Background: an optimization exercise with open tools, aiming at small area, a short achievable clock period and few clock cycles per item. Do not read the settings as production practice. Only simulation tests tie the RTL to the original design; equivalence was not proved.

===== flow/config.mk =====
export PLATFORM = sky130hd
export DESIGN_NAME = whey_update
export DESIGN_NICKNAME = whey_update
export VERILOG_FILES = /design/flow/design.v
export SDC_FILE = /design/flow/constraint.sdc
export NUM_CORES = 4
export LEC_CHECK = 0
export ABC_AREA = 1
export CAP_MARGIN = 20
export CORE_MARGIN = 2
export CORE_UTILIZATION = 40
export SLEW_MARGIN = 20

===== flow/run.sh =====
#!/bin/bash
# synth_recipe.tcl (not shown) runs the flow's synth.tcl, then flattens the netlist and writes it again
# the make line also repeats each setting of config.mk as NAME=value (left out here)
make -C /OpenROAD-flow-scripts/flow DESIGN_CONFIG=/design/flow/config.mk WORK_HOME=/design/flow/orfs CLKGATE_MAP_FILE= SYNTH_SCRIPT=/design/flow/synth_recipe.tcl finish

===== flow/design.v =====
module rca #(parameter W = 8) (
    input  wire [W-1:0] a,
    input  wire [W-1:0] b,
    input  wire         ci,
    output wire [W-1:0] s,
    output wire         co
);
    wire [W:0] c;
    assign c[0] = ci;
    genvar i;
    generate
        for (i = 0; i < W; i = i + 1) begin : g
            assign s[i]   = a[i] ^ b[i] ^ c[i];
            assign c[i+1] = (a[i] & b[i]) | (c[i] & (a[i] ^ b[i]));
        end
    endgenerate
    assign co = c[W];
endmodule
module inc #(parameter W = 8) (
    input  wire [W-1:0] a,
    input  wire         ci,
    output wire [W-1:0] s,
    output wire         co
);
    wire [W:0] c;
    assign c[0] = ci;
    genvar i;
    generate
        for (i = 0; i < W; i = i + 1) begin : g
            assign s[i]   = a[i] ^ c[i];
            assign c[i+1] = a[i] & c[i];
        end
    endgenerate
    assign co = c[W];
endmodule
module bka #(parameter W = 8) (
    input  wire [W-1:0] a,
    input  wire [W-1:0] b,
    input  wire         ci,
    output wire [W-1:0] s,
    output wire         co
);
    reg [W-1:0] p, g;
    integer i, j;
    always @(*) begin
        p = a ^ b;
        g = a & b;
        g[0] = g[0] | (p[0] & ci);
        for (i = 1; i <= 5; i = i + 1)
            for (j = 2**i - 1; j < W; j = j + 2**i) begin
                g[j] = g[j] | (p[j] & g[j - 2**(i-1)]);
                p[j] = p[j] & p[j - 2**(i-1)];
            end
        for (i = 5; i > 0; i = i - 1)
            for (j = 2**i + 2**(i-1) - 1; j < W; j = j + 2**i) begin
                g[j] = g[j] | (p[j] & g[j - 2**(i-1)]);
                p[j] = p[j] & p[j - 2**(i-1)];
            end
    end
    assign s  = a ^ b ^ {g[W-2:0], ci};
    assign co = g[W-1];
endmodule
module fp32_add (
    input  wire [31:0] a,
    input  wire [15:0] b,
    output wire [31:0] r,
    output wire        ovf
);
    wire        na = |a[30:23];
    wire        nb = |b[14:7];
    wire [7:0]  ea = {a[30:24], a[23] | ~na};
    wire [7:0]  eb = {b[14:8], b[7] | ~nb};
    wire [23:0] ma = {na, a[22:0]};
    wire [7:0]  mb = {nb, b[6:0]};
    wire [7:0]  dab, dba;
    wire        ab_ge, ba_ge;
    rca #(8) u_dab (.a(ea), .b(~eb), .ci(1'b1), .s(dab), .co(ab_ge));
    rca #(8) u_dba (.a(eb), .b(~ea), .ci(1'b1), .s(dba), .co(ba_ge));
    wire [7:0]  mdm;
    wire        ma_ge;
    rca #(8) u_mc (.a(ma[23:16]), .b(~mb), .ci(1'b1), .s(mdm), .co(ma_ge));
    wire        bbig = ~ab_ge | (ab_ge & ba_ge & ~ma_ge);
    wire [7:0]  ex = bbig ? eb : ea;
    wire        sx = bbig ? b[15] : a[31];
    wire [23:0] mx = bbig ? {mb, 16'd0} : ma;
    wire [23:0] my = bbig ? ma : {mb, 16'd0};
    wire [7:0]  d  = bbig ? dba : dab;
    wire        sub = a[31] ^ b[15];
    wire [4:0]  dsh = d[4:0] | {5{|d[7:5]}};
    wire [50:0] yw  = {my, 27'd0} >> dsh;
    wire [26:0] myg = {yw[50:25], |yw[24:0]};
    wire [27:0] sum;
    wire        sco;
    bka #(28) u_sum (.a({1'b0, mx, 3'b000}), .b({1'b0, myg} ^ {28{sub}}), .ci(sub), .s(sum), .co(sco));
    wire [26:0] mark;
    genvar k;
    generate
        for (k = 0; k < 27; k = k + 1) begin : g_mark
            assign mark[k] = (ex == (8'd27 - k));
        end
    endgenerate
    wire [26:0] t0 = sum[26:0];
    wire [26:0] z0 = t0 | mark;
    wire        s16 = ~|z0[26:11];
    wire [26:0] t1 = s16 ? {t0[10:0], 16'd0} : t0;
    wire [26:0] z1 = s16 ? {z0[10:0], 16'd0} : z0;
    wire        s8  = ~|z1[26:19];
    wire [26:0] t2 = s8 ? {t1[18:0], 8'd0} : t1;
    wire [26:0] z2 = s8 ? {z1[18:0], 8'd0} : z1;
    wire        s4  = ~|z2[26:23];
    wire [26:0] t3 = s4 ? {t2[22:0], 4'd0} : t2;
    wire [26:0] z3 = s4 ? {z2[22:0], 4'd0} : z2;
    wire        s2  = ~|z3[26:25];
    wire [26:0] t4 = s2 ? {t3[24:0], 2'd0} : t3;
    wire [26:0] z4 = s2 ? {z3[24:0], 2'd0} : z3;
    wire        s1  = ~z4[26];
    wire [26:0] msh = s1 ? {t4[25:0], 1'd0} : t4;
    wire [4:0]  shl = {s16, s8, s4, s2, s1};
    wire [26:0] m = sum[27] ? {sum[27:2], sum[1] | sum[0]} : msh;
    wire [7:0]  exs, exi;
    wire        c1, c2;
    rca #(8) u_exs (.a(ex), .b(~{3'd0, shl}), .ci(1'b1), .s(exs), .co(c1));
    inc #(8) u_exi (.a(ex), .ci(1'b1), .s(exi), .co(c2));
    wire [7:0]  e = sum[27] ? exi : exs;
    wire        up   = m[2] & (m[1] | m[0] | m[3]);
    wire [7:0]  efld = m[26] ? e : 8'd0;
    wire [30:0] code;
    wire        c3;
    bka #(31) u_rnd (.a({efld, m[25:3]}), .b(31'd0), .ci(up), .s(code), .co(c3));
    assign ovf = &code[30:23];
    wire        zero = ~|sum;
    assign r = {zero ? (a[31] & b[15]) : sx, code};
endmodule
module bf16_rne (
    input  wire [31:0] s,
    output wire [15:0] p1,
    output wire [15:0] w1,
    output wire        ovf
);
    wire        up   = s[15] & ((|s[14:0]) | s[16]);
    wire [14:0] code;
    wire        c0;
    bka #(15) u_p1 (.a(s[30:16]), .b(15'd0), .ci(up), .s(code), .co(c0));
    assign ovf = &code[14:7];
    assign p1  = {s[31], code};
    wire [15:0] rm;
    wire        c1;
    bka #(16) u_neg (.a(s[15:0] ^ {16{up}}), .b(16'd0), .ci(up), .s(rm), .co(c1));
    wire        rs = s[31] ^ up;
    wire        ns = |s[30:23];
    wire [7:0]  es = {s[30:24], s[23] | ~ns};
    wire [23:0] mark;
    genvar k;
    generate
        for (k = 0; k < 24; k = k + 1) begin : g_mark
            assign mark[k] = (es == (8'd24 - k));
        end
    endgenerate
    wire [23:0] t0 = {8'd0, rm};
    wire [23:0] z0 = t0 | mark;
    wire        s16 = ~|z0[23:8];
    wire [23:0] t1 = s16 ? {t0[7:0], 16'd0} : t0;
    wire [23:0] z1 = s16 ? {z0[7:0], 16'd0} : z0;
    wire        s8  = ~|z1[23:16];
    wire [23:0] t2 = s8 ? {t1[15:0], 8'd0} : t1;
    wire [23:0] z2 = s8 ? {z1[15:0], 8'd0} : z1;
    wire        s4  = ~|z2[23:20];
    wire [23:0] t3 = s4 ? {t2[19:0], 4'd0} : t2;
    wire [23:0] z3 = s4 ? {z2[19:0], 4'd0} : z2;
    wire        s2  = ~|z3[23:22];
    wire [23:0] t4 = s2 ? {t3[21:0], 2'd0} : t3;
    wire [23:0] z4 = s2 ? {z3[21:0], 2'd0} : z3;
    wire        s1  = ~z4[23];
    wire [23:0] n  = s1 ? {t4[22:0], 1'd0} : t4;
    wire [4:0]  shl = {s16, s8, s4, s2, s1};
    wire [7:0]  ed;
    wire        c2;
    rca #(8) u_er (.a(es), .b(~{3'd0, shl}), .ci(1'b1), .s(ed), .co(c2));
    wire [7:0]  er  = n[23] ? ed : 8'd0;
    wire        rup = n[15] & ((|n[14:0]) | n[16]);
    wire [14:0] wc;
    wire        c3;
    bka #(15) u_w1 (.a({er, n[22:16]}), .b(15'd0), .ci(rup), .s(wc), .co(c3));
    assign w1 = (rm == 16'd0) ? 16'h0000 : {rs, wc};
endmodule
module whey_lane_a (
    input  wire [31:0] delta,
    input  wire [15:0] w,
    output wire [31:0] a,
    output wire [4:0]  st
);
    wire d_max = &delta[30:23];
    wire w_max = &w[14:7];
    wire d_nan = d_max & (|delta[22:0]);
    wire w_nan = w_max & (|w[6:0]);
    wire d_inf = d_max & ~(|delta[22:0]);
    wire w_inf = w_max & ~(|w[6:0]);
    wire [31:0] r;
    wire        ovf;
    fp32_add u_add (.a(delta), .b(w), .r(r), .ovf(ovf));
    wire nan_new = d_inf & w_inf & (delta[31] ^ w[15]);
    wire is_nan  = d_nan | w_nan | nan_new;
    wire inf_new = ~d_max & ~w_max & ovf;
    wire is_inf  = ~is_nan & (d_inf | w_inf | ovf);
    wire sign    = d_inf ? delta[31] : w_inf ? w[15] : r[31];
    assign a  = {sign, r[30:0]};
    assign st = {d_nan | w_nan, nan_new, inf_new, is_nan, is_inf};
endmodule
module whey_lane_s (
    input  wire [31:0] a,
    input  wire [4:0]  ast,
    input  wire [15:0] p,
    output wire [31:0] s,
    output wire [4:0]  st
);
    wire p_max = &p[14:7];
    wire p_nan = p_max & (|p[6:0]);
    wire p_inf = p_max & ~(|p[6:0]);
    wire a_nan = ast[1];
    wire a_inf = ast[0];
    wire [31:0] r;
    wire        ovf;
    fp32_add u_add (.a(a), .b(p), .r(r), .ovf(ovf));
    wire nan_new = ~a_nan & p_inf & a_inf & (p[15] ^ a[31]);
    wire is_nan  = p_nan | a_nan | nan_new;
    wire inf_new = ~p_max & ~a_nan & ~a_inf & ovf;
    wire is_inf  = ~is_nan & (p_inf | a_inf | ovf);
    wire sign    = p_inf ? p[15] : a_inf ? a[31] : r[31];
    assign s  = {sign, r[30:0]};
    assign st = {ast[4] | p_nan, ast[3] | nan_new, ast[2] | inf_new, is_nan, is_inf};
endmodule
module whey_lane_out (
    input  wire [31:0] s,
    input  wire [4:0]  sst,
    output wire [15:0] p_new,
    output wire [15:0] w_new,
    output wire [3:0]  flags
);
    wire [15:0] p1, w1;
    wire        ovf;
    bf16_rne u_split (.s(s), .p1(p1), .w1(w1), .ovf(ovf));
    wire s_nan = sst[1];
    wire s_inf = sst[0];
    assign p_new = s_nan ? 16'h7FC0 :
                   (s_inf | ovf) ? {s[31], 15'h7F80} : p1;
    assign w_new = (s_nan | s_inf | ovf) ? 16'h0000 : w1;
    assign flags = {sst[4], 1'b0, sst[2] | (~s_nan & ~s_inf & ovf), sst[3]};
endmodule
module whey_lane (
    input  wire [31:0] delta,
    input  wire [15:0] p,
    input  wire [15:0] w,
    output wire [15:0] p_new,
    output wire [15:0] w_new,
    output wire [3:0]  flags
);
    wire [31:0] a, s;
    wire [4:0]  ast, sst;
    whey_lane_a   u_a (.delta(delta), .w(w), .a(a), .st(ast));
    whey_lane_s   u_s (.a(a), .ast(ast), .p(p), .s(s), .st(sst));
    whey_lane_out u_o (.s(s), .sst(sst), .p_new(p_new), .w_new(w_new), .flags(flags));
endmodule
module whey_update (
    input  wire        clk,
    input  wire        rst,           
    input  wire        in_valid,
    output wire        in_ready,
    input  wire [63:0] in_delta,      
    input  wire [31:0] in_p,          
    input  wire [31:0] in_w,          
    output wire        out_valid,
    input  wire        out_ready,
    output wire [31:0] out_p,
    output wire [31:0] out_w,
    output wire [7:0]  out_flags      
);
    reg        h_v, t_v;
    reg [69:0] h_d, t_d;
    wire       go = ~t_v;             
    reg        v0;
    reg [63:0] delta0;
    reg [31:0] p0, w0;
    reg        v1;
    reg [63:0] a1;
    reg [9:0]  ast1;
    reg [31:0] p1;
    reg        v2;
    reg [63:0] s2;
    reg [9:0]  sst2;
    wire [63:0] a_n, s_n;
    wire [9:0]  ast_n, sst_n;
    wire [31:0] pn, wn;
    wire [7:0]  fn;
    genvar i;
    generate
        for (i = 0; i < 2; i = i + 1) begin : g_lane
            whey_lane_a u_a (
                .delta (delta0[32*i +: 32]),
                .w     (w0[16*i +: 16]),
                .a     (a_n[32*i +: 32]),
                .st    (ast_n[5*i +: 5])
            );
            whey_lane_s u_s (
                .a     (a1[32*i +: 32]),
                .ast   (ast1[5*i +: 5]),
                .p     (p1[16*i +: 16]),
                .s     (s_n[32*i +: 32]),
                .st    (sst_n[5*i +: 5])
            );
            whey_lane_out u_o (
                .s     (s2[32*i +: 32]),
                .sst   (sst2[5*i +: 5]),
                .p_new (pn[16*i +: 16]),
                .w_new (wn[16*i +: 16]),
                .flags (fn[4*i +: 4])
            );
        end
    endgenerate
    wire [69:0] res = {fn[7], fn[5:4], fn[3], fn[1:0], wn, pn};
    wire        rd  = h_v & out_ready;
    wire        wr  = go & v2;
    assign in_ready  = go;
    assign out_valid = h_v;
    assign out_p     = h_d[31:0];
    assign out_w     = h_d[63:32];
    assign out_flags = {h_d[69], 1'b0, h_d[68:67], h_d[66], 1'b0, h_d[65:64]};
    always @(posedge clk) begin
        if (rst) begin
            v0  <= 1'b0;
            v1  <= 1'b0;
            v2  <= 1'b0;
            h_v <= 1'b0;
            t_v <= 1'b0;
        end else begin
            if (go) begin
                v0 <= in_valid;
                v1 <= v0;
                v2 <= v1;
            end
            if (t_v) begin
                if (rd) t_v <= 1'b0;
            end else if (wr & h_v & ~rd) begin
                t_v <= 1'b1;
            end else if (wr) begin
                h_v <= 1'b1;
            end else if (rd) begin
                h_v <= 1'b0;
            end
        end
    end
    always @(posedge clk) begin
        if (go) begin
            delta0 <= in_delta;
            p0     <= in_p;
            w0     <= in_w;
            a1     <= a_n;
            ast1   <= ast_n;
            p1     <= p0;
            s2     <= s_n;
            sst2   <= sst_n;
        end
        if (t_v ? rd : (wr & (~h_v | rd)))
            h_d <= t_v ? t_d : res;
        if (~t_v & wr & h_v & ~rd)
            t_d <= res;
    end
endmodule

===== flow/constraint.sdc =====
create_clock -name core_clock -period 75.0 [get_ports {clk}]
set_input_delay 15.0000 -clock core_clock [delete_from_list [all_inputs] [get_ports {clk}]]
set_output_delay 15.0000 -clock core_clock [all_outputs]
set_load 0.01 [all_outputs]

==> impl_results.md, run 1 <==
- Status: finished clean
- Remaining antenna violation count: 0
- Setup ws final: 56.67 ns
- RSZ-0062 raised after global routing: no
- Count of cell types in the netlist: 72
- Util after Layout: 44.1%
- Adder-Cell Fraction of Synth Area: 13.0%
- Start point of the worst hold path: p0[14]
- CTS Buf Count: 54
- Placed cells: 8901
- Worst slew pin tran: 1.01 ns
- Final setup vio count: 0
- Share of cells above drive strength 1: 5.51%
- Post-DP HPWL: 136 mm
- CP Capture Type: flip-flop
- # IOs: 206
- Worst path slowest cell: a21oi_4
- Root buffer cell: clkbuf_16
- Worst EP arrival: 18.81 ns
- Setup Crit Path Kind: reg2reg
- Synth Area in XOR/XNOR: 4.79%
- GRT Util Overall: 25.9%
- Post-place setup slack: 56.75 ns
- Synth Cell Area: 0.0495 mm2
- Mux cell area share after synthesis: 0.950%
- Final Cell Area: 0.0544 mm2
- Via density: 5.28
- Setup crit end: ast1[2]
- R2r startpoint: w0[11]
- H-tree Lvls: 2
- Antenna violations before repair: 5
- First-pass GRT wire length: 258 mm
- Pre-antenna DRT Iters: 8
- Main combinational cell family by area after synthesis: simple AND/OR/NAND/NOR gates
- # Max-Cap Violations: 0
- Largest fanout on the critical path: 48
- Syn. warnings: 5
- Sequential fraction of the synthesis area: 27.4%
- Placement Cell Area: 0.0526 mm2
- Final hold vios: 0
- Row count: 129
- IO buf count: 203
- Period utilization: 24.4%
- Worst reg-to-reg setup slack: 56.67 ns
- FFs w/ async S/R, synth: 0%
- Compound-Gate Fraction of Synth Area: 10.8%
- Post-CTS Resized: 0
- Final nets: 7888
- Core area: 0.123 mm2
- Area growth, synth to finish: 9.93%
- Slew Viols, Final: 0
- Critical R2R Capture: ast1[2]
- Top post-synthesis cells by area: edfxtp_1 (27%), nand2_1 (18%), ha_1 (7.8%)
- Share of the synthesized area in the top cell type: 27.2%
- Reg clk slew, reported paths: 0.06 ns
- WHS: 0.420 ns
- # Post-CTS Setup Buffers: 0
- Initial DRC Count: 4312
- Ys flop type: edfxtp_1
- CTS tree: built
- CP startpoint kind: flip-flop
- Launch point of the worst path: w0[11]
- FF+latch count, synth: 453
- Vias in the first global route: 44700
- Post-DR wirelength/cell: 18.6 um
- Setup_tns: 0 ns
- Worst reg2reg path depth: 74
- Via count: 47500
- Setup Skew: 0.0339 ns
- Non-filler instance count after layout: 9000
- Area leader, netlist: edfxtp_1
- Worst Path Required: 75.49 ns
- Die width: 356 um
- Fmax achieved: 54.6 MHz
- Hold buffer count at cts: 0
- Simple-gate share of the synthesized area: 33.3%
- Hold Crit Class: reg2reg
- Largest net degree at the start of global routing: 158
- Syn avg cell area: 6.79 um2
- Fin crit period: 18.33 ns
- Clk buf depth: 3
- Clock Latency Late Sink: 0.67 ns
- Grt total ovfl: 0
- WL final: 167 mm
- Syn Inst Count: 7291
- Initial Utilization: 40.1%
- Clk sinks: 453
- EDFF count, synth: 448
- Die Y: 356 um
- Worst slew margin: 32.3%
- Die area: 0.127 mm2
- Gpl congestion: 1.00
- Slowest stage delay, CP: 0.64 ns
- Most used cell along the critical path: fa_1
- Number of remaining DRC errors: 0
-- layout make-up --
cell class | instances | area, um2
clock inverter | 36 | 427
clock buffer | 62 | 1380
multi-input combinational | 5626 | 31100
fill | 13000 | 68900
sequential | 453 | 13600
timing repair buffer | 244 | 2350
antenna | 1 | 2.50
inverter | 941 | 3540
tap | 1637 | 2050
-- worst max-delay path: cells and delay by family (launching register included) --
kind	cells	cell delay [ns]
flip-flops	1	0.47
buffers and inverters	7	1.65
AND/OR/NAND/NOR	37	5.63
XOR/XNOR	1	0.15
adder cells (fa/ha/maj)	17	6.47
AO/OA/AOI/OAI	12	3.67
-- layout by cell type (no fill, tap or decap), types with 67 or more instances in the layout --
cell type        instances
nor4_1                  80
fa_1                   128
nor2_1                 708
nand2_1               2356
xor2_1                 182
o21ai_0                613
xnor2_1                 89
inv_1                  869
nand2_2                 67
edfxtp_1               448
nor3_1                  71
a21oi_1                134
ha_1                   308
nand3_1                370
nand4_1                 77
clkdlybuf4s50_1        203
-- routing by layer --
| layer | up-vias | wire (um) | global-route usage, % |
|---|---|---|---|
| met5 | - | 13 | 0 |
| met2 | 1444 | 79800 | 44.5 |
| met1 | 22200 | 73800 | 34.3 |
| met3 | 261 | 8500 | 2.57 |
| li1 | 23600 | - | - |
| met4 | 2 | 5170 | 7.63 |
-- synth_stat cells (77+ instances only) --
cell and count:
xnor2_1 89, xor2_1 182, edfxtp_1 448, nand3_1 370, nor4_1 80, nor2_1 711
nand4_1 77, inv_1 869, ha_1 308, fa_1 128, nand2_1 2356, o21ai_0 613
clkbuf_1 157, a21oi_1 134
-- how the worst min path moves through the flow --
stage,endpoint,cells past startpoint
finish,p1[14],0
global route,p1[14],0
CTS,p1[0],0
detailed placement,p1[20],0
global placement,p1[0],0
floorplan,p1[0],0
-- cells by family after synthesis --
group	Yosys count
fa+ha+maj	436
xor+xnor	271
buf+inv	1213
mux	47
simple gates	3900
other cells	1
compound gates	970
flops	453
-- registers in the layout (all words and copies together) (netlist names), 10 cells and up --
signal,flops
h_d,70
t_d,70
a1,64
delta0,64
s2,64
p0,32
p1,32
w0,32
ast1,10
sst2,10
Testbench counts, summed over its fixed seeds: cycles 16,032, items 16,000.
==> inputs of run 2 (changes only) <==
--- a/flow/design.v
+++ b/flow/design.v
@@ -64,6 +64,7 @@
     input  wire [31:0] a,
     input  wire [15:0] b,
-    output wire [31:0] r,
-    output wire        ovf
+    output wire        sign,
+    output wire [30:0] pre,
+    output wire        up
 );
     wire        na = |a[30:23];
@@ -75,9 +76,9 @@
     wire [7:0]  dab, dba;
     wire        ab_ge, ba_ge;
-    rca #(8) u_dab (.a(ea), .b(~eb), .ci(1'b1), .s(dab), .co(ab_ge));
-    rca #(8) u_dba (.a(eb), .b(~ea), .ci(1'b1), .s(dba), .co(ba_ge));
+    bka #(8) u_dab (.a(ea), .b(~eb), .ci(1'b1), .s(dab), .co(ab_ge));
+    bka #(8) u_dba (.a(eb), .b(~ea), .ci(1'b1), .s(dba), .co(ba_ge));
     wire [7:0]  mdm;
     wire        ma_ge;
-    rca #(8) u_mc (.a(ma[23:16]), .b(~mb), .ci(1'b1), .s(mdm), .co(ma_ge));
+    bka #(8) u_mc (.a(ma[23:16]), .b(~mb), .ci(1'b1), .s(mdm), .co(ma_ge));
     wire        bbig = ~ab_ge | (ab_ge & ba_ge & ~ma_ge);
     wire [7:0]  ex = bbig ? eb : ea;
@@ -88,11 +89,17 @@
     wire        sub = a[31] ^ b[15];
     wire [4:0]  dsh = d[4:0] | {5{|d[7:5]}};
-    wire [50:0] yw  = {my, 27'd0} >> dsh;
-    wire [26:0] myg = {yw[50:25], |yw[24:0]};
+    wire [25:0] yw  = {my, 2'd0} >> dsh;
+    wire [23:0] below;
+    genvar k;
+    generate
+        for (k = 0; k < 24; k = k + 1) begin : g_below
+            assign below[k] = ({3'd0, dsh} >= k + 3);
+        end
+    endgenerate
+    wire [26:0] myg = {yw, |(my & below)};
     wire [27:0] sum;
     wire        sco;
     bka #(28) u_sum (.a({1'b0, mx, 3'b000}), .b({1'b0, myg} ^ {28{sub}}), .ci(sub), .s(sum), .co(sco));
     wire [26:0] mark;
-    genvar k;
     generate
         for (k = 0; k < 27; k = k + 1) begin : g_mark
@@ -120,15 +127,25 @@
     wire [7:0]  exs, exi;
     wire        c1, c2;
-    rca #(8) u_exs (.a(ex), .b(~{3'd0, shl}), .ci(1'b1), .s(exs), .co(c1));
-    inc #(8) u_exi (.a(ex), .ci(1'b1), .s(exi), .co(c2));
+    bka #(8) u_exs (.a(ex), .b(~{3'd0, shl}), .ci(1'b1), .s(exs), .co(c1));
+    bka #(8) u_exi (.a(ex), .b(8'd0), .ci(1'b1), .s(exi), .co(c2));
     wire [7:0]  e = sum[27] ? exi : exs;
-    wire        up   = m[2] & (m[1] | m[0] | m[3]);
+    assign up   = m[2] & (m[1] | m[0] | m[3]);
     wire [7:0]  efld = m[26] ? e : 8'd0;
+    assign pre  = {efld, m[25:3]};
+    wire        zero = ~|sum;
+    assign sign = zero ? (a[31] & b[15]) : sx;
+endmodule
+module fp32_round (
+    input  wire        sign,
+    input  wire [30:0] pre,
+    input  wire        up,
+    output wire [31:0] r,
+    output wire        ovf
+);
     wire [30:0] code;
     wire        c3;
-    bka #(31) u_rnd (.a({efld, m[25:3]}), .b(31'd0), .ci(up), .s(code), .co(c3));
+    bka #(31) u_rnd (.a(pre), .b(31'd0), .ci(up), .s(code), .co(c3));
     assign ovf = &code[30:23];
-    wire        zero = ~|sum;
-    assign r = {zero ? (a[31] & b[15]) : sx, code};
+    assign r   = {sign, code};
 endmodule
 module bf16_rne (
@@ -188,5 +205,5 @@
     input  wire [15:0] w,
     output wire [31:0] a,
-    output wire [4:0]  st
+    output wire [4:0]  ast
 );
     wire d_max = &delta[30:23];
@@ -196,14 +213,10 @@
     wire d_inf = d_max & ~(|delta[22:0]);
     wire w_inf = w_max & ~(|w[6:0]);
-    wire [31:0] r;
-    wire        ovf;
-    fp32_add u_add (.a(delta), .b(w), .r(r), .ovf(ovf));
+    wire        sign, up, ovf;
+    wire [30:0] pre;
+    fp32_add   u_add (.a(delta), .b(w), .sign(sign), .pre(pre), .up(up));
+    fp32_round u_rnd (.sign(sign), .pre(pre), .up(up), .r(a), .ovf(ovf));
     wire nan_new = d_inf & w_inf & (delta[31] ^ w[15]);
-    wire is_nan  = d_nan | w_nan | nan_new;
-    wire inf_new = ~d_max & ~w_max & ovf;
-    wire is_inf  = ~is_nan & (d_inf | w_inf | ovf);
-    wire sign    = d_inf ? delta[31] : w_inf ? w[15] : r[31];
-    assign a  = {sign, r[30:0]};
-    assign st = {d_nan | w_nan, nan_new, inf_new, is_nan, is_inf};
+    assign ast = {d_nan | w_nan, nan_new, d_inf | w_inf, d_inf ? delta[31] : w[15], ovf};
 endmodule
 module whey_lane_s (
@@ -211,39 +224,45 @@
     input  wire [4:0]  ast,
     input  wire [15:0] p,
-    output wire [31:0] s,
-    output wire [4:0]  st
+    output wire        sign,
+    output wire [30:0] pre,
+    output wire        up,
+    output wire [6:0]  sst
 );
     wire p_max = &p[14:7];
     wire p_nan = p_max & (|p[6:0]);
     wire p_inf = p_max & ~(|p[6:0]);
-    wire a_nan = ast[1];
-    wire a_inf = ast[0];
-    wire [31:0] r;
-    wire        ovf;
-    fp32_add u_add (.a(a), .b(p), .r(r), .ovf(ovf));
-    wire nan_new = ~a_nan & p_inf & a_inf & (p[15] ^ a[31]);
-    wire is_nan  = p_nan | a_nan | nan_new;
-    wire inf_new = ~p_max & ~a_nan & ~a_inf & ovf;
-    wire is_inf  = ~is_nan & (p_inf | a_inf | ovf);
-    wire sign    = p_inf ? p[15] : a_inf ? a[31] : r[31];
-    assign s  = {sign, r[30:0]};
-    assign st = {ast[4] | p_nan, ast[3] | nan_new, ast[2] | inf_new, is_nan, is_inf};
+    wire a_nan     = ast[4] | ast[3];
+    wire a_inf     = ~a_nan & (ast[2] | ast[0]);
+    wire a_inf_new = ~ast[4] & ~ast[2] & ast[0];
+    wire a_sign    = ast[2] ? ast[1] : a[31];
+    fp32_add u_add (.a(a), .b(p), .sign(sign), .pre(pre), .up(up));
+    wire nan_new = ~a_nan & p_inf & a_inf & (p[15] ^ a_sign);
+    wire s_nan   = p_nan | a_nan | nan_new;
+    assign sst = {ast[4] | p_nan, ast[3] | nan_new, a_inf_new, s_nan,
+                  p_inf | a_inf, p_inf ? p[15] : a_sign, ~p_max & ~a_nan & ~a_inf};
 endmodule
 module whey_lane_out (
-    input  wire [31:0] s,
-    input  wire [4:0]  sst,
+    input  wire        sign,
+    input  wire [30:0] pre,
+    input  wire        up,
+    input  wire [6:0]  sst,
     output wire [15:0] p_new,
     output wire [15:0] w_new,
     output wire [3:0]  flags
 );
+    wire [31:0] r;
+    wire        s_ovf;
+    fp32_round u_rnd (.sign(sign), .pre(pre), .up(up), .r(r), .ovf(s_ovf));
+    wire s_nan  = sst[3];
+    wire s_inf  = ~s_nan & (sst[2] | s_ovf);
+    wire s_sign = sst[2] ? sst[1] : r[31];
+    wire s_inf_new = sst[0] & s_ovf;
     wire [15:0] p1, w1;
     wire        ovf;
-    bf16_rne u_split (.s(s), .p1(p1), .w1(w1), .ovf(ovf));
-    wire s_nan = sst[1];
-    wire s_inf = sst[0];
+    bf16_rne u_split (.s(r), .p1(p1), .w1(w1), .ovf(ovf));
     assign p_new = s_nan ? 16'h7FC0 :
-                   (s_inf | ovf) ? {s[31], 15'h7F80} : p1;
+                   (s_inf | ovf) ? {s_sign, 15'h7F80} : p1;
     assign w_new = (s_nan | s_inf | ovf) ? 16'h0000 : w1;
-    assign flags = {sst[4], 1'b0, sst[2] | (~s_nan & ~s_inf & ovf), sst[3]};
+    assign flags = {sst[6], 1'b0, sst[4] | s_inf_new | (~s_nan & ~s_inf & ovf), sst[5]};
 endmodule
 module whey_lane (
@@ -255,9 +274,13 @@
     output wire [3:0]  flags
 );
-    wire [31:0] a, s;
-    wire [4:0]  ast, sst;
-    whey_lane_a   u_a (.delta(delta), .w(w), .a(a), .st(ast));
-    whey_lane_s   u_s (.a(a), .ast(ast), .p(p), .s(s), .st(sst));
-    whey_lane_out u_o (.s(s), .sst(sst), .p_new(p_new), .w_new(w_new), .flags(flags));
+    wire [31:0] a;
+    wire [4:0]  ast;
+    wire        sign, up;
+    wire [30:0] pre;
+    wire [6:0]  sst;
+    whey_lane_a   u_a (.delta(delta), .w(w), .a(a), .ast(ast));
+    whey_lane_s   u_s (.a(a), .ast(ast), .p(p), .sign(sign), .pre(pre), .up(up), .sst(sst));
+    whey_lane_out u_o (.sign(sign), .pre(pre), .up(up), .sst(sst),
+                       .p_new(p_new), .w_new(w_new), .flags(flags));
 endmodule
 module whey_update (
@@ -286,8 +309,11 @@
     reg [31:0] p1;
     reg        v2;
-    reg [63:0] s2;
-    reg [9:0]  sst2;
-    wire [63:0] a_n, s_n;
-    wire [9:0]  ast_n, sst_n;
+    reg [65:0] s2;                    
+    reg [13:0] sst2;
+    reg        rdy;                   
+    wire [63:0] a_n;
+    wire [65:0] s_n;
+    wire [9:0]  ast_n;
+    wire [13:0] sst_n;
     wire [31:0] pn, wn;
     wire [7:0]  fn;
@@ -299,5 +325,5 @@
                 .w     (w0[16*i +: 16]),
                 .a     (a_n[32*i +: 32]),
-                .st    (ast_n[5*i +: 5])
+                .ast   (ast_n[5*i +: 5])
             );
             whey_lane_s u_s (
@@ -305,10 +331,14 @@
                 .ast   (ast1[5*i +: 5]),
                 .p     (p1[16*i +: 16]),
-                .s     (s_n[32*i +: 32]),
-                .st    (sst_n[5*i +: 5])
+                .sign  (s_n[33*i + 32]),
+                .pre   (s_n[33*i + 1 +: 31]),
+                .up    (s_n[33*i]),
+                .sst   (sst_n[7*i +: 7])
             );
             whey_lane_out u_o (
-                .s     (s2[32*i +: 32]),
-                .sst   (sst2[5*i +: 5]),
+                .sign  (s2[33*i + 32]),
+                .pre   (s2[33*i + 1 +: 31]),
+                .up    (s2[33*i]),
+                .sst   (sst2[7*i +: 7]),
                 .p_new (pn[16*i +: 16]),
                 .w_new (wn[16*i +: 16]),
@@ -320,5 +350,5 @@
     wire        rd  = h_v & out_ready;
     wire        wr  = go & v2;
-    assign in_ready  = go;
+    assign in_ready  = rdy;
     assign out_valid = h_v;
     assign out_p     = h_d[31:0];
@@ -332,4 +362,5 @@
             h_v <= 1'b0;
             t_v <= 1'b0;
+            rdy <= 1'b1;
         end else begin
             if (go) begin
@@ -339,7 +370,11 @@
             end
             if (t_v) begin
-                if (rd) t_v <= 1'b0;
+                if (rd) begin
+                    t_v <= 1'b0;
+                    rdy <= 1'b1;
+                end
             end else if (wr & h_v & ~rd) begin
                 t_v <= 1'b1;
+                rdy <= 1'b0;
             end else if (wr) begin
                 h_v <= 1'b1;
==> run 2 against run 1 <==
Net effect:
- still clean
- final area is 2.8% higher
- register-to-register slack better by 2.8 ns
- hold slack worse by 0.012 ns
- fmax is 9.4% higher
- count of clock-buffer cells in the layout is 1 lower
- first-iteration DRC count is 4.0% lower
- clock skew is 0.011 ns lower
- sequential share of layout area is 0.33 points lower
- critical endpoint is now out_flags[4]
==> impl_results.md, run 2 <==
- Multi-input gate area: 0.0323 mm2 (+3.7%)
- Initial DRC Count: 4139 (-4.0%)
- Filler cell count in the final layout: 13200 (+1.1%)
- GRT Util Overall: 25.3% (-0.55 points)
- Pre-antenna DRT Iters: 6 (-2)
- Row count: 130 (+0.78%)
- Period utilization: 22.3% (-2.1 points)
- Share of the synthesized area in the top cell type: 26.8% (-0.33 points)
- Vias in the first global route: 47000 (+5.1%)
- Die area: 0.130 mm2 (+2.5%)
- Worst Path Required: 60.00 ns (-15.49 ns)
- Slowest stage delay, CP: 0.77 ns (+0.13 ns)
- Syn. warnings: 6 (+1)
- RSZ-0062 raised after global routing: no
- Grt total ovfl: 0 (unchanged)
- Hold buffer count at cts: 0 (unchanged)
- Setup Skew: 0.0229 ns (-0.0110 ns)
- Critical R2R Capture: ast1[5]
- Ant diodes: 0 (-1)
- Clk buf depth: 3 (unchanged)
- Count of cell types in the netlist: 77 (+6.9%)
- First-pass GRT wire length: 263 mm (+2.0%)
- Fmax achieved: 59.7 MHz (+9.4%)
- Fin crit period: 16.75 ns (-1.58 ns)
- Hold Path Depth: 0 (unchanged)
- Worst slew margin: 34.7% (+2.4 points)
- Syn Inst Count: 7484 (+2.6%)
- Post-CTS Resized: 0 (unchanged)
- Post-DR wirelength/cell: 18.3 um (-1.5%)
- Root buffer cell: clkbuf_16
- EDFF count, synth: 454 (+1.3%)
- Setup Crit Path Kind: reg2out
- Buffers and inverters on the worst path: 1 (-6)
- CP Cell Sequence: clkdlybuf4s50_1
- Via count: 49500 (+4.3%)
- Final hold vios: 0 (unchanged)
- Placed cells: 9120 (+2.5%)
- Leading cell types in the layout, fill and taps excluded: nand2_1 (2200), inv_1 (897), nor2_1 (790)
- Core area: 0.126 mm2 (+2.0%)
- Commonest non-fill, non-tap cell in the layout: nand2_1
- Status: finished clean
- FFs w/ async S/R, synth: 0% (unchanged)
- Sequential fraction of the synthesis area: 27.1% (-0.29 points)
- Slew Viols, Final: 0 (unchanged)
- CTS Buf Count: 55 (+1.9%)
- # Max-Cap Violations: 0 (unchanged)
- Hold Crit Class: reg2reg
- Largest net degree at the start of global routing: 91 (-42%)
- Area growth, synth to finish: 10.2%
- Syn avg cell area: 6.79 um2 (about the same)
- Biggest regs: h_d (70), t_d (70), s2 (66)
- Worst EP arrival: 1.75 ns (-17.06 ns)
- Share of cells above drive strength 1: 4.77% (-0.75 points)
- CTS tree: built
- CP startpoint kind: flip-flop
- Worst path slowest cell: clkdlybuf4s50_1
- Via density: 5.37 (+1.8%)
- Clock Latency Late Sink: 0.67 ns (about the same)
- Synth Cell Area: 0.0508 mm2 (+2.6%)
- Register area: 0.0138 mm2 (+1.5%)
- Remaining antenna violation count: 0 (unchanged)
- Start point of the worst hold path: p0[30]
- Worst slew pin tran: 0.979 ns (-0.0323 ns)
- Final setup vio count: 0 (unchanged)
- Non-filler instance count after layout: 9223 (+2.5%)
- Die width: 360 um (+1.3%)
- CP Capture Type: primary output
- R2r startpoint: delta0[57]
- Clk sinks: 460 (+1.5%)
- Hold Path Sink: p1[30]
- Largest fanout on the critical path: 1 (-98%)
- Reg clk slew, reported paths: 0.07 ns (about the same)
- # Post-CTS Setup Buffers: 0 (unchanged)
- CP delay by family, top: buffers and inverters
- IO buf count: 203 (unchanged)
- Top post-synthesis cells by area: edfxtp_1 (27%), nand2_1 (16%), ha_1 (8.6%)
- Worst reg2reg path depth: 71 (-4.1%)
- Antenna violations before repair: 4 (-1)
- Top-count cell post-synth: nand2_1
- WL final: 169 mm (+0.92%)
- Ys flop type: edfxtp_1
- Gpl congestion: 0.996 (-0.34%)
- Most frequent cells after synthesis: nand2_1 (2201), inv_1 (898), nor2_1 (792)
- Die Y: 360 um (+1.3%)
- Worst reg-to-reg setup slack: 59.43 ns (+2.76 ns)
- Number of remaining DRC errors: 0 (unchanged)
- Post-DP HPWL: 137 mm (+0.95%)
- H-tree Lvls: 2 (unchanged)
- Area leader, netlist: edfxtp_1
- Final nets: 8109 (+2.8%)
- Setup_tns: 0 ns (unchanged)
- # IOs: 206 (unchanged)
- Initial Utilization: 40.4% (+0.24 points)
- FF+latch count, synth: 460 (+1.5%)
[run 2: layout make-up]
class | count | share of cell area, %
Sequential cell | 460 | 24.6
Clock inverter | 42 | 0.870
Timing Repair Buffer | 254 | 4.31
Inverter | 948 | 6.38
Tap cell | 1650 | 3.69
Multi-Input combinational cell | 5808 | 57.7
Clock buffer | 61 | 2.50
[run 2: logic make-up (layout without fill, tap and decap cells)]
group / Yosys count / after routing / synth area share, %
simple gates: 3816 / 3816 / 31.8
buf+inv: 1217 / 1305 / 9.40
compound gates: 1214 / 1214 / 13.4
flops: 460 / 460 / 27.1
fa+ha+maj: 450 / 450 / 12.6
xor+xnor: 292 / 292 / 5.05
mux: 34 / 34 / 0.675
other cells: 1 / 2 / 0.00738
[run 2: how the worst max path moves through the flow]
| stage | endpoint | slack [ns] | startpoint | depth (start not counted) |
|---|---|---|---|---|
| floorplan | h_d[0] | 54.44 | out_ready | 2 |
| global placement | rdy | 57.84 | out_ready | 8 |
| detailed placement | rdy | 57.88 | out_ready | 8 |
| CTS | out_flags[4] | 58.19 | h_d[67] | 1 |
| global route | ast1[5] | 57.92 | w0[27] | 70 |
| finish | out_flags[4] | 58.25 | h_d[67] | 1 |
[run 2: metrics by stage]
stage	cell area (um2)	worst slack (ns)	hold WS (ns)	util, %
after floorplan	50800	54.44	0.400	-
after global placement	54100	57.84	0.401	43.0
after detailed placement	54100	57.88	0.405	43.0
after CTS	56000	58.19	0.401	44.5
after global routing	56000	57.92	0.406	44.5
final	56000	58.25	0.408	44.5
[run 2: per-layer routing]
layer / vias to the layer above / share of wire, % / global-route usage [%]
met5: - / 0 / 0
met3: 358 / 5.5 / 2.83
li1: 24700 / - / -
met1: 22800 / 43 / 32.1
met2: 1642 / 48 / 44.0
met4: 0 / 4.0 / 9.89
Testbench counts of run 2, summed over its fixed seeds: cycles 16,032, items 16,000.
==> inputs of run 3 (changes only) <==
--- a/flow/design.v
+++ b/flow/design.v
@@ -61,4 +61,27 @@
     assign co = g[W-1];
 endmodule
+module lzshift #(parameter W = 27) (
+    input  wire [W-1:0] t,
+    input  wire [7:0]   lim,
+    output wire [W-1:0] y,
+    output wire [4:0]   shl
+);
+    wire [4:0]   b0 = (|lim[7:5]) ? 5'd31 : lim[4:0];
+    wire         s16 = ~|t[W-1:W-16] & b0[4];
+    wire [W-1:0] t1  = s16 ? {t[W-17:0], 16'd0} : t;
+    wire [3:0]   b1  = (b0[4] & ~s16) ? 4'd15 : b0[3:0];
+    wire         s8  = ~|t1[W-1:W-8] & b1[3];
+    wire [W-1:0] t2  = s8 ? {t1[W-9:0], 8'd0} : t1;
+    wire [2:0]   b2  = (b1[3] & ~s8) ? 3'd7 : b1[2:0];
+    wire         s4  = ~|t2[W-1:W-4] & b2[2];
+    wire [W-1:0] t3  = s4 ? {t2[W-5:0], 4'd0} : t2;
+    wire [1:0]   b3  = (b2[2] & ~s4) ? 2'd3 : b2[1:0];
+    wire         s2  = ~|t3[W-1:W-2] & b3[1];
+    wire [W-1:0] t4  = s2 ? {t3[W-3:0], 2'd0} : t3;
+    wire         b4  = (b3[1] & ~s2) | b3[0];
+    wire         s1  = ~t4[W-1] & b4;
+    assign y   = s1 ? {t4[W-2:0], 1'b0} : t4;
+    assign shl = {s16, s8, s4, s2, s1};
+endmodule
 module fp32_add (
     input  wire [31:0] a,
@@ -101,33 +124,11 @@
     wire        sco;
     bka #(28) u_sum (.a({1'b0, mx, 3'b000}), .b({1'b0, myg} ^ {28{sub}}), .ci(sub), .s(sum), .co(sco));
-    wire [26:0] mark;
-    generate
-        for (k = 0; k < 27; k = k + 1) begin : g_mark
-            assign mark[k] = (ex == (8'd27 - k));
-        end
-    endgenerate
-    wire [26:0] t0 = sum[26:0];
-    wire [26:0] z0 = t0 | mark;
-    wire        s16 = ~|z0[26:11];
-    wire [26:0] t1 = s16 ? {t0[10:0], 16'd0} : t0;
-    wire [26:0] z1 = s16 ? {z0[10:0], 16'd0} : z0;
-    wire        s8  = ~|z1[26:19];
-    wire [26:0] t2 = s8 ? {t1[18:0], 8'd0} : t1;
-    wire [26:0] z2 = s8 ? {z1[18:0], 8'd0} : z1;
-    wire        s4  = ~|z2[26:23];
-    wire [26:0] t3 = s4 ? {t2[22:0], 4'd0} : t2;
-    wire [26:0] z3 = s4 ? {z2[22:0], 4'd0} : z2;
-    wire        s2  = ~|z3[26:25];
-    wire [26:0] t4 = s2 ? {t3[24:0], 2'd0} : t3;
-    wire [26:0] z4 = s2 ? {z3[24:0], 2'd0} : z3;
-    wire        s1  = ~z4[26];
-    wire [26:0] msh = s1 ? {t4[25:0], 1'd0} : t4;
-    wire [4:0]  shl = {s16, s8, s4, s2, s1};
+    wire [26:0] msh;
+    wire [4:0]  shl;
+    lzshift #(27) u_norm (.t(sum[26:0]), .lim(ex - 8'd1), .y(msh), .shl(shl));
     wire [26:0] m = sum[27] ? {sum[27:2], sum[1] | sum[0]} : msh;
-    wire [7:0]  exs, exi;
-    wire        c1, c2;
-    bka #(8) u_exs (.a(ex), .b(~{3'd0, shl}), .ci(1'b1), .s(exs), .co(c1));
-    bka #(8) u_exi (.a(ex), .b(8'd0), .ci(1'b1), .s(exi), .co(c2));
-    wire [7:0]  e = sum[27] ? exi : exs;
+    wire [7:0]  e;
+    wire        c1;
+    bka #(8) u_exs (.a(ex), .b(sum[27] ? 8'd0 : ~{3'd0, shl}), .ci(1'b1), .s(e), .co(c1));
     assign up   = m[2] & (m[1] | m[0] | m[3]);
     wire [7:0]  efld = m[26] ? e : 8'd0;
@@ -150,45 +151,34 @@
 endmodule
 module bf16_rne (
-    input  wire [31:0] s,
+    input  wire        sign,
+    input  wire [30:0] pre,
+    input  wire        up,
     output wire [15:0] p1,
     output wire [15:0] w1,
+    output wire        s_ovf,
     output wire        ovf
 );
-    wire        up   = s[15] & ((|s[14:0]) | s[16]);
+    wire        all1 = &pre[14:0];
+    wire        all0 = ~|pre[14:0];
+    wire        s15  = pre[15] ^ (up & all1);
+    wire        c16  = up & all1 & pre[15];
+    wire        s16  = pre[16] ^ c16;
+    wire        z14  = up ? all1 : all0;            
+    wire        upp  = s15 & (~z14 | s16);         
     wire [14:0] code;
     wire        c0;
-    bka #(15) u_p1 (.a(s[30:16]), .b(15'd0), .ci(up), .s(code), .co(c0));
-    assign ovf = &code[14:7];
-    assign p1  = {s[31], code};
+    bka #(15) u_p1 (.a(pre[30:16]), .b(15'd0), .ci(c16 | upp), .s(code), .co(c0));
+    assign ovf   = &code[14:7];
+    assign p1    = {sign, code};
+    assign s_ovf = (&pre[30:23]) | ((pre[30:23] == 8'hFE) & (&pre[22:0]) & up);
     wire [15:0] rm;
     wire        c1;
-    bka #(16) u_neg (.a(s[15:0] ^ {16{up}}), .b(16'd0), .ci(up), .s(rm), .co(c1));
-    wire        rs = s[31] ^ up;
-    wire        ns = |s[30:23];
-    wire [7:0]  es = {s[30:24], s[23] | ~ns};
-    wire [23:0] mark;
-    genvar k;
-    generate
-        for (k = 0; k < 24; k = k + 1) begin : g_mark
-            assign mark[k] = (es == (8'd24 - k));
-        end
-    endgenerate
-    wire [23:0] t0 = {8'd0, rm};
-    wire [23:0] z0 = t0 | mark;
-    wire        s16 = ~|z0[23:8];
-    wire [23:0] t1 = s16 ? {t0[7:0], 16'd0} : t0;
-    wire [23:0] z1 = s16 ? {z0[7:0], 16'd0} : z0;
-    wire        s8  = ~|z1[23:16];
-    wire [23:0] t2 = s8 ? {t1[15:0], 8'd0} : t1;
-    wire [23:0] z2 = s8 ? {z1[15:0], 8'd0} : z1;
-    wire        s4  = ~|z2[23:20];
-    wire [23:0] t3 = s4 ? {t2[19:0], 4'd0} : t2;
-    wire [23:0] z3 = s4 ? {z2[19:0], 4'd0} : z2;
-    wire        s2  = ~|z3[23:22];
-    wire [23:0] t4 = s2 ? {t3[21:0], 2'd0} : t3;
-    wire [23:0] z4 = s2 ? {z3[21:0], 2'd0} : z3;
-    wire        s1  = ~z4[23];
-    wire [23:0] n  = s1 ? {t4[22:0], 1'd0} : t4;
-    wire [4:0]  shl = {s16, s8, s4, s2, s1};
+    bka #(16) u_neg (.a(pre[15:0] ^ {16{upp}}), .b(16'd0), .ci(up ^ upp), .s(rm), .co(c1));
+    wire        rs = sign ^ upp;
+    wire        ns = |pre[30:23];
+    wire [7:0]  es = {pre[30:24], pre[23] | ~ns};
+    wire [23:0] n;
+    wire [4:0]  shl;
+    lzshift #(24) u_norm (.t({8'd0, rm}), .lim(es - 8'd1), .y(n), .shl(shl));
     wire [7:0]  ed;
     wire        c2;
@@ -227,5 +217,5 @@
     output wire [30:0] pre,
     output wire        up,
-    output wire [6:0]  sst
+    output wire [5:0]  sst
 );
     wire p_max = &p[14:7];
@@ -240,5 +230,5 @@
     wire s_nan   = p_nan | a_nan | nan_new;
     assign sst = {ast[4] | p_nan, ast[3] | nan_new, a_inf_new, s_nan,
-                  p_inf | a_inf, p_inf ? p[15] : a_sign, ~p_max & ~a_nan & ~a_inf};
+                  p_inf | a_inf, p_inf ? p[15] : a_sign};
 endmodule
 module whey_lane_out (
@@ -246,23 +236,20 @@
     input  wire [30:0] pre,
     input  wire        up,
-    input  wire [6:0]  sst,
+    input  wire [5:0]  sst,
     output wire [15:0] p_new,
     output wire [15:0] w_new,
     output wire [3:0]  flags
 );
-    wire [31:0] r;
-    wire        s_ovf;
-    fp32_round u_rnd (.sign(sign), .pre(pre), .up(up), .r(r), .ovf(s_ovf));
-    wire s_nan  = sst[3];
-    wire s_inf  = ~s_nan & (sst[2] | s_ovf);
-    wire s_sign = sst[2] ? sst[1] : r[31];
-    wire s_inf_new = sst[0] & s_ovf;
     wire [15:0] p1, w1;
-    wire        ovf;
-    bf16_rne u_split (.s(r), .p1(p1), .w1(w1), .ovf(ovf));
+    wire        s_ovf, ovf;
+    bf16_rne u_split (.sign(sign), .pre(pre), .up(up), .p1(p1), .w1(w1), .s_ovf(s_ovf), .ovf(ovf));
+    wire s_nan  = sst[2];
+    wire s_inf  = ~s_nan & (sst[1] | s_ovf);
+    wire s_sign = sst[1] ? sst[0] : sign;
+    wire s_inf_new = ~s_nan & ~sst[1] & s_ovf;
     assign p_new = s_nan ? 16'h7FC0 :
                    (s_inf | ovf) ? {s_sign, 15'h7F80} : p1;
     assign w_new = (s_nan | s_inf | ovf) ? 16'h0000 : w1;
-    assign flags = {sst[6], 1'b0, sst[4] | s_inf_new | (~s_nan & ~s_inf & ovf), sst[5]};
+    assign flags = {sst[5], 1'b0, sst[3] | s_inf_new | (~s_nan & ~s_inf & ovf), sst[4]};
 endmodule
 module whey_lane (
@@ -278,5 +265,5 @@
     wire        sign, up;
     wire [30:0] pre;
-    wire [6:0]  sst;
+    wire [5:0]  sst;
     whey_lane_a   u_a (.delta(delta), .w(w), .a(a), .ast(ast));
     whey_lane_s   u_s (.a(a), .ast(ast), .p(p), .sign(sign), .pre(pre), .up(up), .sst(sst));
@@ -310,10 +297,10 @@
     reg        v2;
     reg [65:0] s2;                    
-    reg [13:0] sst2;
+    reg [11:0] sst2;
     reg        rdy;                   
     wire [63:0] a_n;
     wire [65:0] s_n;
     wire [9:0]  ast_n;
-    wire [13:0] sst_n;
+    wire [11:0] sst_n;
     wire [31:0] pn, wn;
     wire [7:0]  fn;
@@ -334,5 +321,5 @@
                 .pre   (s_n[33*i + 1 +: 31]),
                 .up    (s_n[33*i]),
-                .sst   (sst_n[7*i +: 7])
+                .sst   (sst_n[6*i +: 6])
             );
             whey_lane_out u_o (
@@ -340,5 +327,5 @@
                 .pre   (s2[33*i + 1 +: 31]),
                 .up    (s2[33*i]),
-                .sst   (sst2[7*i +: 7]),
+                .sst   (sst2[6*i +: 6]),
                 .p_new (pn[16*i +: 16]),
                 .w_new (wn[16*i +: 16]),
==> flow/flow/run.sh (new file) <==
#!/bin/bash
# The standard layout (the standard.sh: ORFS synthesis to finish), with one
# change: the buffers that ORFS puts on every input and output port are
# sky130_fd_sc_hd__buf_2 cells instead of the resizer's default pick
# (clkdlybuf4s50_1, a slow delay buffer). Everything else, including the
# synthesis, floorplan, power grid, tap cells and clock tree, is standard.
set -euo pipefail
export BUFFER_PORTS_ARGS="-buffer_cell sky130_fd_sc_hd__buf_2"
bash standard.sh finish > flow_make.log 2>&1
==> flow/standard.sh (new file) <==
#!/bin/bash
# synth_recipe.tcl (not shown) runs the flow's synth.tcl, then flattens the netlist and writes it again
# the make line also repeats each setting of config.mk as NAME=value (left out here)
make -C /OpenROAD-flow-scripts/flow DESIGN_CONFIG=/design/flow/config.mk WORK_HOME=/design/flow/orfs CLKGATE_MAP_FILE= SYNTH_SCRIPT=/design/flow/synth_recipe.tcl "${@:-finish}"
--- a/flow/config.mk
+++ b/flow/config.mk
@@ -9,4 +9,5 @@
 export CAP_MARGIN = 20
 export CORE_MARGIN = 2
-export CORE_UTILIZATION = 40
+export CORE_UTILIZATION = 65
+export PLACE_DENSITY = 0.78
 export SLEW_MARGIN = 20
removed: flow/run.sh
==> run 3 against run 2 <==
Net effect:
- clock skew up 0.0046 ns
- register-to-register slack got worse by 0.93 ns
- first-iteration DRC count up 43%
- final area down 9.5%
- still clean
==> impl_results.md, run 3 <==
- Largest net degree at the start of global routing: 115 (+26%)
- EDFF count, synth: 452 (-0.44%)
- Final setup vio count: 0 (unchanged)
- Initial Utilization: 65.4% (+25 points)
- Ys flop type: edfxtp_1
- GRT Util Overall: 38.8% (+13 points)
- CP startpoint kind: flip-flop
- Remaining antenna violation count: 0 (unchanged)
- # Max-Cap Violations: 0 (unchanged)
- Syn avg cell area: 6.90 um2 (+1.7%)
- # IOs: 206 (unchanged)
- Post-DP HPWL: 118 mm (-14%)
- Share of the synthesized area in the top cell type: 28.6% (+1.8 points)
- R2r startpoint: delta0[59]
- Biggest regs: h_d (70), t_d (70), s2 (66)
- Status: finished clean
- Gpl congestion: 1.04 (+4.8%)
- Via density: 5.95 (+11%)
- H-tree Lvls: 2 (unchanged)
- Setup Crit Path Kind: reg2reg
- CTS tree: built
- Final nets: 7456 (-8.1%)
- Count of cell types in the netlist: 76 (-1.3%)
- Fin crit period: 16.50 ns (-0.253 ns)
- Worst slew pin tran: 1.07 ns (+0.0867 ns)
- First-pass GRT wire length: 231 mm (-12%)
- Die area: 0.0752 mm2 (-42%)
- Post-DR wirelength/cell: 18.9 um (+3.5%)
- Root buffer cell: clkbuf_16
- WL final: 150 mm (-11%)
- Row count: 99 (-24%)
- Core area: 0.0726 mm2 (-42%)
- Clock Latency Late Sink: 0.64 ns (-0.03 ns)
- Clk sinks: 458 (-0.43%)
- Launch point of the worst path: delta0[59]
- Slowest stage delay, CP: 0.78 ns (about the same)
- Sequential fraction of the synthesis area: 28.9% (+1.8 points)
- Clk buf depth: 3 (unchanged)
- Buffers and inverters on the worst path: 7 (+6)
- Synth Cell Area: 0.0475 mm2 (-6.6%)
- Period utilization: 22.0% (-0.34 points)
- Grt total ovfl: 0 (unchanged)
- Most frequent cells after synthesis: nand2_1 (2013), inv_1 (922), o21ai_0 (672)
- Top-count cell post-synth: nand2_1
- Most used cell along the critical path: nand2_1
- Hold Crit Class: reg2reg
- Hold buffer count at cts: 0 (unchanged)
- Share of cells above drive strength 1: 6.78% (+2.0 points)
- Util after Layout: 69.7% (+25 points)
- CP Capture Type: flip-flop
- Via count: 47100 (-4.8%)
- # Post-CTS Setup Buffers: 0 (unchanged)
- Leading cell types in the layout, fill and taps excluded: nand2_1 (2012), inv_1 (921), o21ai_0 (671)
- RSZ-0062 raised after global routing: no
- Pre-antenna DRT Iters: 10 (+4)
- CTS Buf Count: 49 (-11%)
- FFs w/ async S/R, synth: 0% (unchanged)
- Final hold vios: 0 (unchanged)
- Post-CTS Resized: 0 (unchanged)
- Reg clk slew, reported paths: 0.08 ns (about the same)
- Worst Path Required: 75.39 ns (+15.39 ns)
- WHS: 0.423 ns (+0.0155 ns)
- Initial DRC Count: 5906 (+43%)
- Setup_tns: 0 ns (unchanged)
- FF+latch count, synth: 458 (-0.43%)
- Filler cell count in the final layout: 6336 (-52%)
- Die Y: 274 um (-24%)
- Worst EP arrival: 16.88 ns (+15.13 ns)
- Syn. warnings: 6 (unchanged)
- Worst slew margin: 28.9% (-5.8 points)
- Worst path slowest cell: fa_1
- Slew Viols, Final: 0 (unchanged)
- Die width: 274 um (-24%)
- IO buf count: 203 (unchanged)
- Number of remaining DRC errors: 0 (unchanged)
- Vias in the first global route: 43000 (-8.5%)
- CP delay by family, top: simple AND/OR/NAND/NOR gates
- Area growth, synth to finish: 6.68%
- Ant diodes: 0 (unchanged)
- Fmax achieved: 60.6 MHz (+1.5%)
- Area leader, netlist: edfxtp_1
- Antenna violations before repair: 4 (unchanged)
- Commonest non-fill, non-tap cell in the layout: nand2_1
- Top post-synthesis cells by area: edfxtp_1 (29%), nand2_1 (16%), ha_1 (7.9%)
- Setup Skew: 0.0274 ns (+0.00455 ns)
- Start point of the worst hold path: p0[9]
- Largest fanout on the critical path: 33 (+32)
- Syn Inst Count: 6878 (-8.1%)
run 3: cells by family (layout without fill, tap and decap cells):
kind of cell / after synthesis / in the layout / synth area share (%)
fa+ha+maj: 404 / 404 / 12.3
simple gates: 3359 / 3359 / 29.6
flops: 458 / 458 / 28.9
xor+xnor: 293 / 293 / 5.41
buf+inv: 1216 / 1298 / 10.0
compound gates: 1120 / 1120 / 13.2
other cells: 1 / 2 / 0.00790
mux: 27 / 27 / 0.570
run 3: layout make-up:
type / count / area, um2 / area share [%]
Clock buffer: 61 / 1360 / 2.69
Clock inverter: 31 / 372 / 0.734
Inverter: 957 / 3600 / 7.11
Multi-Input combinational cell: 5205 / 29000 / 57.3
Sequential cell: 458 / 13700 / 27.1
Tap cell: 959 / 1200 / 2.37
Timing Repair Buffer: 249 / 1370 / 2.70
run 3: through the flow:
| step | cell area [um2] | setup slack (ns) | cells |
|---|---|---|---|
| final | 50600 | 58.50 | 7920 |
| after global routing | 50600 | 56.89 | 7920 |
| after CTS | 50600 | 58.73 | 7919 |
| after detailed placement | 48900 | 58.12 | 7827 |
| after global placement | 48900 | 58.27 | 7827 |
| after floorplan | 47500 | 54.44 | 6879 |
run 3: layer usage:
layer	global-route usage, %	vias up	share of wire, %
li1	-	22600	-
met1	48.0	21400	38
met5	0	-	0.033
met2	64.6	2552	46
met4	22.1	6	6.4
met3	6.10	556	8.9
run 3: path summary, 6_finish.rpt:
check	end	slack (ns)	cells past startpoint
worst max-delay path	ast1[5]	58.50	72
worst min-delay path	p1[9]	0.42	0
worst max register to register	ast1[5]	58.50	72
worst min register to register	p1[9]	0.42	0
Testbench counts of run 3, summed over its fixed seeds: cycles 16,032, items 16,000.

-- what the ideal ports hide --
The results above use ideal ports. As a check the final layouts listed here were re-extracted and re-timed, cells and wires unchanged. Step 1 (the two cells are an assumption about what drives the block):
set clk [get_ports {clk}]
set_driving_cell -lib_cell sky130_fd_sc_hd__clkbuf_16 $clk
set_driving_cell -lib_cell sky130_fd_sc_hd__buf_2 [delete_from_list [all_inputs] $clk]
Step 2 also shifts input and output timing later by t, the mid clock arrival at the registers, as if the neighbouring blocks saw the same clock. a / b / c = ideal ports / drivers / drivers and shift; a / b = the first two.
| run | t, ns | slack for setup (ns) | clock arrival spread, ns |
|---|---|---|---|
| run 1 | 0.726 | 56.672 / 56.672 / 56.672 | 0.039 / 0.039 |
| run 2 | 0.732 | 58.251 / 58.179 / 57.885 | 0.025 / 0.025 |
| run 3 | 0.697 | 58.503 / 58.503 / 57.994 | 0.029 / 0.030 |
After both steps setup and hold are still met in every run listed. The setup slack of run 3, which loses most, moves by 0.000 ns with the drivers and by -0.509 ns with both steps.
